Background: an optimization exercise with open tools, aiming at small area, a short achievable clock period and few clock cycles per item. Do not read the settings as production practice.
Function was checked by simulation only, so behaviour that the tests miss may differ from the original.

==> design.v <==
module integ_lane (
    input  wire [31:0] k,         
    input  wire [31:0] x,         
    input  wire [63:0] q,         
    output wire [63:0] q_next,    
    output wire        bad_k,     
    output wire        bad_x,     
    output wire        ovf        
);
    wire       sk = k[31];
    wire       sx = x[31];
    wire [7:0] ek = k[30:23];
    wire [7:0] ex = x[30:23];
    assign bad_k = (ek == 8'hFF);
    assign bad_x = (ex == 8'hFF);
    wire [23:0] mk = {(ek != 8'd0), k[22:0]};
    wire [23:0] mx = {(ex != 8'd0), x[22:0]};
    wire [9:0]  ek_eff = (ek == 8'd0) ? 10'd1 : {2'b00, ek};
    wire [9:0]  ex_eff = (ex == 8'd0) ? 10'd1 : {2'b00, ex};
    wire [47:0]        prod = mk * mx;
    wire signed [10:0] sh   = $signed({1'b0, ek_eff}) + $signed({1'b0, ex_eff}) - 11'sd268;
    reg [111:0] mag;
    reg         too_big;
    reg [111:0] wide;
    reg [6:0]   rsh;
    reg [47:0]  ipart;
    reg         guard, sticky;
    always @(*) begin
        too_big = 1'b0;
        mag     = 112'd0;
        wide    = 112'd0;
        rsh     = 7'd0;
        ipart   = 48'd0;
        guard   = 1'b0;
        sticky  = 1'b0;
        if (sh >= 0) begin
            if (sh > 11'sd63) begin
                too_big = (prod != 48'd0);
            end else begin
                mag = {64'd0, prod} << sh[5:0];
            end
        end else begin
            rsh    = (sh < -11'sd63) ? 7'd63 : 7'(-sh);
            wide   = {prod, 64'd0} >> rsh;
            ipart  = wide[111:64];
            guard  = wide[63];
            sticky = |wide[62:0];
            mag    = {64'd0, ipart} + {111'd0, guard & (sticky | ipart[0])};
        end
    end
    wire neg = sk ^ sx;
    wire d_ovf = too_big ||
                 (neg ? (mag > {48'd0, 64'h8000_0000_0000_0000})
                      : (mag > {48'd0, 64'h7FFF_FFFF_FFFF_FFFF}));
    wire [63:0] d = neg ? (64'd0 - mag[63:0]) : mag[63:0];
    assign q_next = q + d;
    wire sum_ovf = (q[63] == d[63]) && (q_next[63] != q[63]);
    assign ovf = d_ovf || sum_ovf;
endmodule
module integ4 (
    input  wire         clk,
    input  wire         rst,         
    input  wire         in_valid,
    output wire         in_ready,
    input  wire         in_rst,      
    input  wire [127:0] in_x,        
    input  wire [127:0] in_gain,     
    input  wire [255:0] in_q0,       
    output reg          out_valid,
    output reg  [1:0]   out_cause,   
    output reg  [1:0]   out_elem,    
    output wire [255:0] out_q        
);
    reg [31:0] gain [0:3];
    reg [63:0] q    [0:3];
    assign in_ready = 1'b1;
    wire [63:0] q_next [0:3];
    wire [3:0]  bad_k, bad_x, ovf;
    genvar c;
    generate
        for (c = 0; c < 4; c = c + 1) begin : ch
            wire [31:0] k_use = in_rst ? in_gain[32*c +: 32] : gain[c];
            wire [63:0] q_use = in_rst ? in_q0[64*c +: 64]   : q[c];
            integ_lane lane (
                .k      (k_use),
                .x      (in_x[32*c +: 32]),
                .q      (q_use),
                .q_next (q_next[c]),
                .bad_k  (bad_k[c]),
                .bad_x  (bad_x[c]),
                .ovf    (ovf[c])
            );
            assign out_q[64*c +: 64] = q[c];
        end
    endgenerate
    reg [1:0] cause, elem;
    integer i;
    always @(*) begin
        cause = 2'd0;
        elem  = 2'd0;
        if (in_rst && (bad_k != 4'd0)) begin
            cause = 2'd3;
            for (i = 3; i >= 0; i = i - 1)
                if (bad_k[i]) elem = i[1:0];
        end else begin
            for (i = 3; i >= 0; i = i - 1) begin
                if (bad_x[i] || bad_k[i]) begin
                    cause = 2'd1;
                    elem  = i[1:0];
                end else if (ovf[i]) begin
                    cause = 2'd2;
                    elem  = i[1:0];
                end
            end
        end
    end
    integer j;
    always @(posedge clk) begin
        if (rst) begin
            out_valid <= 1'b0;
            out_cause <= 2'd0;
            out_elem  <= 2'd0;
            for (j = 0; j < 4; j = j + 1) begin
                gain[j] <= 32'd0;
                q[j]    <= 64'd0;
            end
        end else begin
            out_valid <= in_valid;
            if (in_valid) begin
                out_cause <= cause;
                out_elem  <= elem;
                if (cause == 2'd0) begin
                    for (j = 0; j < 4; j = j + 1) begin
                        q[j] <= q_next[j];
                        if (in_rst) gain[j] <= in_gain[32*j +: 32];
                    end
                end
            end
        end
    end
endmodule
==> run.sh <==
#!/bin/bash
# synth_recipe.tcl (not shown) runs the flow's synth.tcl, then flattens the netlist and writes it again
# the make line also repeats each setting of config.mk as NAME=value (left out here)
make -C /OpenROAD-flow-scripts/flow DESIGN_CONFIG=/design/flow/config.mk WORK_HOME=/design/flow/orfs CLKGATE_MAP_FILE= SYNTH_SCRIPT=/design/flow/synth_recipe.tcl finish
==> config.mk <==
export PLATFORM = sky130hd
export DESIGN_NAME = integ4
export DESIGN_NICKNAME = integ4
export VERILOG_FILES = /design/flow/design.v
export SDC_FILE = /design/flow/constraint.sdc
export NUM_CORES = 4
export LEC_CHECK = 0
export CAP_MARGIN = 20
export CORE_MARGIN = 2
export CORE_UTILIZATION = 40
export SLEW_MARGIN = 20
==> constraint.sdc <==
create_clock -name core_clock -period 22.0 [get_ports {clk}]
set_input_delay 4.4000 -clock core_clock [delete_from_list [all_inputs] [get_ports {clk}]]
set_output_delay 4.4000 -clock core_clock [all_outputs]
set_load 0.01 [all_outputs]
==> run notes <==
==> cells by family after synthesis <==
family          synth area share (%)
fa+ha+maj                       31.3
simple gates                    23.6
xor+xnor                        3.65
buf+inv                         8.91
compound gates                  20.8
other cells                  0.00228
flops                           4.73
mux                             7.00
==> how the worst min path moves through the flow <==
stage	slack, ps	to	startpoint
5_1_grt	480	gain[3][31]$_SDFFE_PP0P_	gain[3][31]$_SDFFE_PP0P_
4_1_cts	460	gain[3][23]$_SDFFE_PP0P_	gain[3][23]$_SDFFE_PP0P_
3_3_place_gp	440	gain[3][23]$_SDFFE_PP0P_	gain[3][23]$_SDFFE_PP0P_
6_report	470	gain[3][31]$_SDFFE_PP0P_	gain[3][31]$_SDFFE_PP0P_
2_1_floorplan	430	gain[0][31]$_SDFFE_PP0P_	gain[0][31]$_SDFFE_PP0P_
3_5_place_dp	450	gain[3][23]$_SDFFE_PP0P_	gain[3][23]$_SDFFE_PP0P_
==> cells in the mapped netlist (all sizes together) (145+ instances only) <==
cell type  count  share of area, %
nand2b       147              0.56
o211ai       250               1.1
a21oi       1251               3.8
nand3        460               1.4
ha          1026               7.8
nor2        1372               3.1
nand2       2079               4.7
mux2i        392               2.4
xnor2        472               2.5
clkbuf      1119               2.5
mux2         460               3.1
a21o         272               1.2
inv         2394               5.5
o21ai        855               2.6
and2         662               2.5
fa          1936                24
o21a         145              0.66
a211oi       378               1.7
or3          147              0.56
o31ai        333               1.5
a31oi        302               1.2
nor4         197              0.79
nand4        465               1.8
xor2         215               1.1
nor3         480               1.5
buf          327              0.90
o22ai        155              0.59
and3         161              0.61
nor2b       1111               4.2
dfxtp        389               4.7
==> sequential cells by signal, indices dropped and copies added (netlist names) <==
name / cells
out_elem: 2
gain: 128
q: 256
out_cause: 2
out_valid: 1
==> through the flow <==
stage                     utilization (%)  std cells  instance area, sq um
after CTS                            50.0      30000                205000
after detailed placement             49.5      29900                203000
after floorplan                         -      21600                165000
after global routing                 50.2      30100                206000
final                                50.2      30100                206000
after global placement               49.5      29900                203000
==> layout make-up <==
type	instances	area share, %
repair buffers	4333	17.8
clock buffers	66	0.718
clock inverters	29	0.174
well taps	5451	3.32
flip-flops and latches	389	3.79
multi-input cells	17400	69.8
inverters	2396	4.37
diodes	57	0.0693
==> routing by layer <==
layer / wire length [microns] / GRT usage (%)
met5: 366 / 0
met2: 379000 / 63.0
met1: 329000 / 49.2
met3: 75900 / 7.87
met4: 76000 / 28.3
==> tightest hold or removal path: cells and delay by family, from the launching register on <==
family | cells | cell delay (ps)
muxes | 1 | 50
DFF | 1 | 310
and+or+nand+nor | 1 | 50
==> cells in the final DEF (no fill, tap or decap), drive strengths merged, types with 250 or more instances in the layout <==
cell           instances
buf                 3556
dfxtp                389
o31ai                333
fa                  1936
a21o                 272
a21oi               1251
ha                  1026
mux2i                392
clkdlybuf4s50        774
a31oi                302
nand4                465
o21ai                855
mux2                 460
nand2               2079
and2                 662
nor3                 480
a211oi               378
inv                 2400
nand3                460
xnor2                472
nor2b               1111
nor2                1372
o211ai               250
==> what timing repair did <==
action	CTS	global route
buffers inserted	0	11
resized for setup	0	101
endpoints found under the setup margin	0	388
==> metrics.md <==
| Metric | Value |
|---|---|
| Antenna viol nets, final | 0 |
| Synthesized net count | 25100 |
| Root buf cell | clkbuf_16 |
| Number of flops mapped to enable cells by yosys | 0 |
| Final Hold Vio Count | 0 |
| Worst-path clk slew | around 60 ps |
| Die Ht | between 600 and 700 microns |
| CTS tree | built |
| Layout net count | between 20000 and 30000 |
| Drt wl/cell | 28.6 microns |
| Die width | ~650 microns |
| Cells after Synth | 21600 |
| Reg2Reg Depth | 72 |
| Worst path most repeated cell | buf_4 |
| Vias in the first global route | 181000 |
| Top cell family by delay on the critical path | compound AO/OA/AOI/OAI gates |
| Io pins | 778 |
| Post-synthesis sequential area ratio | 4.73% |
| Distinct cells, synth | 119 |
| Largest fanout on the critical path | 11 |
| Multi-input gate area | 144000 sq um |
| Global-route wire length before repair | 1250 mm |
| Area growth from synthesis to layout | 24.8% |
| Top FF cell, synth | dfxtp_1 |
| Crit path required time | 22660 ps |
| HP Class | flip-flop to flip-flop |
| Largest net degree at the start of global routing | roughly 110 |
| Fin crit share | 97.4% |
| Routed WL | 861 mm |
| Initial DRC Count | 20200 |
| Worst Hold Depth | 2 |
| Die area | approximately 420000 sq um |
| Placer Congestion | ~1.1 |
| Hold slack final | between 400 and 500 ps |
| Reg2Reg Setup Slack | ~4500 ps |
| CTS sink count | 389 |
| Pre-antenna DRT Iters | 10 |
| Row Count | 235 |
| Total global routing overflow | 0 |
| #FFs+latches synth | 389 |
| IO Port Bufs | approximately 780 |
| Clock latency (worst-skew pair) | 840 ps |
| Fillers | 40600 |
| Setup slack after layout | ~570 ps |
| Crit. End Element | flip-flop |
| Worst path depth | 76 |
| Core Area | 410000 sq um |
| Total GRT Usage | 40.1% |
| Mean Syn Cell Area | 7.62 sq um |
| Bufs and invs on worst path | 21 |
| Share of synthesized flip-flops with an asynchronous set or reset | 0% |
| Normalized max-slew margin | 10.4% |
| H-Tree Depth | 2 |
| Cts bufs inserted | 54 |
| CP Data Arrival Time | 22090 ps |
| CTS hold repair buffers | 0 |
| Cell Area, Synth | 165000 sq um |
| Share of cells above drive strength 1 | 18.7% |
| Setup TNS | 0 ps |
| DR vias | 183000 |
| Final Slew Violations | 0 |
| Clk_skew | 77.0 ps |
| DRC viols | 0 |
| DP Worst Slack | -524 ps |
| Storage cell area | 7790 sq um |
| Initial antenna violation count | 97 |
| Final min period | roughly 21000 ps |
| Worst setup path start | in_rst |
| Initial Util | approximately two fifths |
| Hpwl dp | between 700 and 800 mm |
| Vias per Instance | 6.08 |
| Setup crit end | q[2][42]$_SDFFE_PP0P_ |
| Fmax | approximately 47 MHz |
| Ys Warns | 6 |
| Worst slew pin tran | 1310 ps |
| Status | complete, no violations |
| Startpoint types | input pin |
| RR Endpoint | q[2][42]$_SDFFE_PP0P_ |
| CP peak stage delay | 590 ps |
| Setup violators final | 0 |
| CP max-delay cell | fa_1 |
| Clock buffer depth | 3 |
| R2R Path Start | gain[1][29]$_SDFFE_PP0P_ |
| Max-cap violations | 0 |
| CP Class | input pin to flip-flop |
Testbench counts, summed over its fixed seeds: cycles 24,016, items 24,000.

[afterwards: timing with drivers on the ports]
How much do the figures lean on ideal ports? The routed layout below was timed once more, with nothing changed but the port constraints.
Step 1 sets driving cells, clkbuf_16 on the clock port and buf_2 on the other inputs (assumed; they add their load-dependent delay and slew).
Step 2 moves the port delays by t, midway between the first and last clock arrival at a register: inputs arrive t later, outputs are due t later. That takes back most of the time a late clock gives input paths.
Three values: no drivers, after step 1, after step 2; two values: the first two.
shift t [ns]: 0.891
slack for setup (ns): 0.569 / 0.607 / -0.285
clock arrival spread, ns: 0.077 / 0.077
slew at the worst register clock pin (ns): 0.09 / 0.09
pins driven straight from the clock port: 1
Met with ideal ports but missed after step 2: setup timing in this run. For this run, drivers alone change the setup slack by +0.038 ns; drivers and shift together by -0.854 ns.
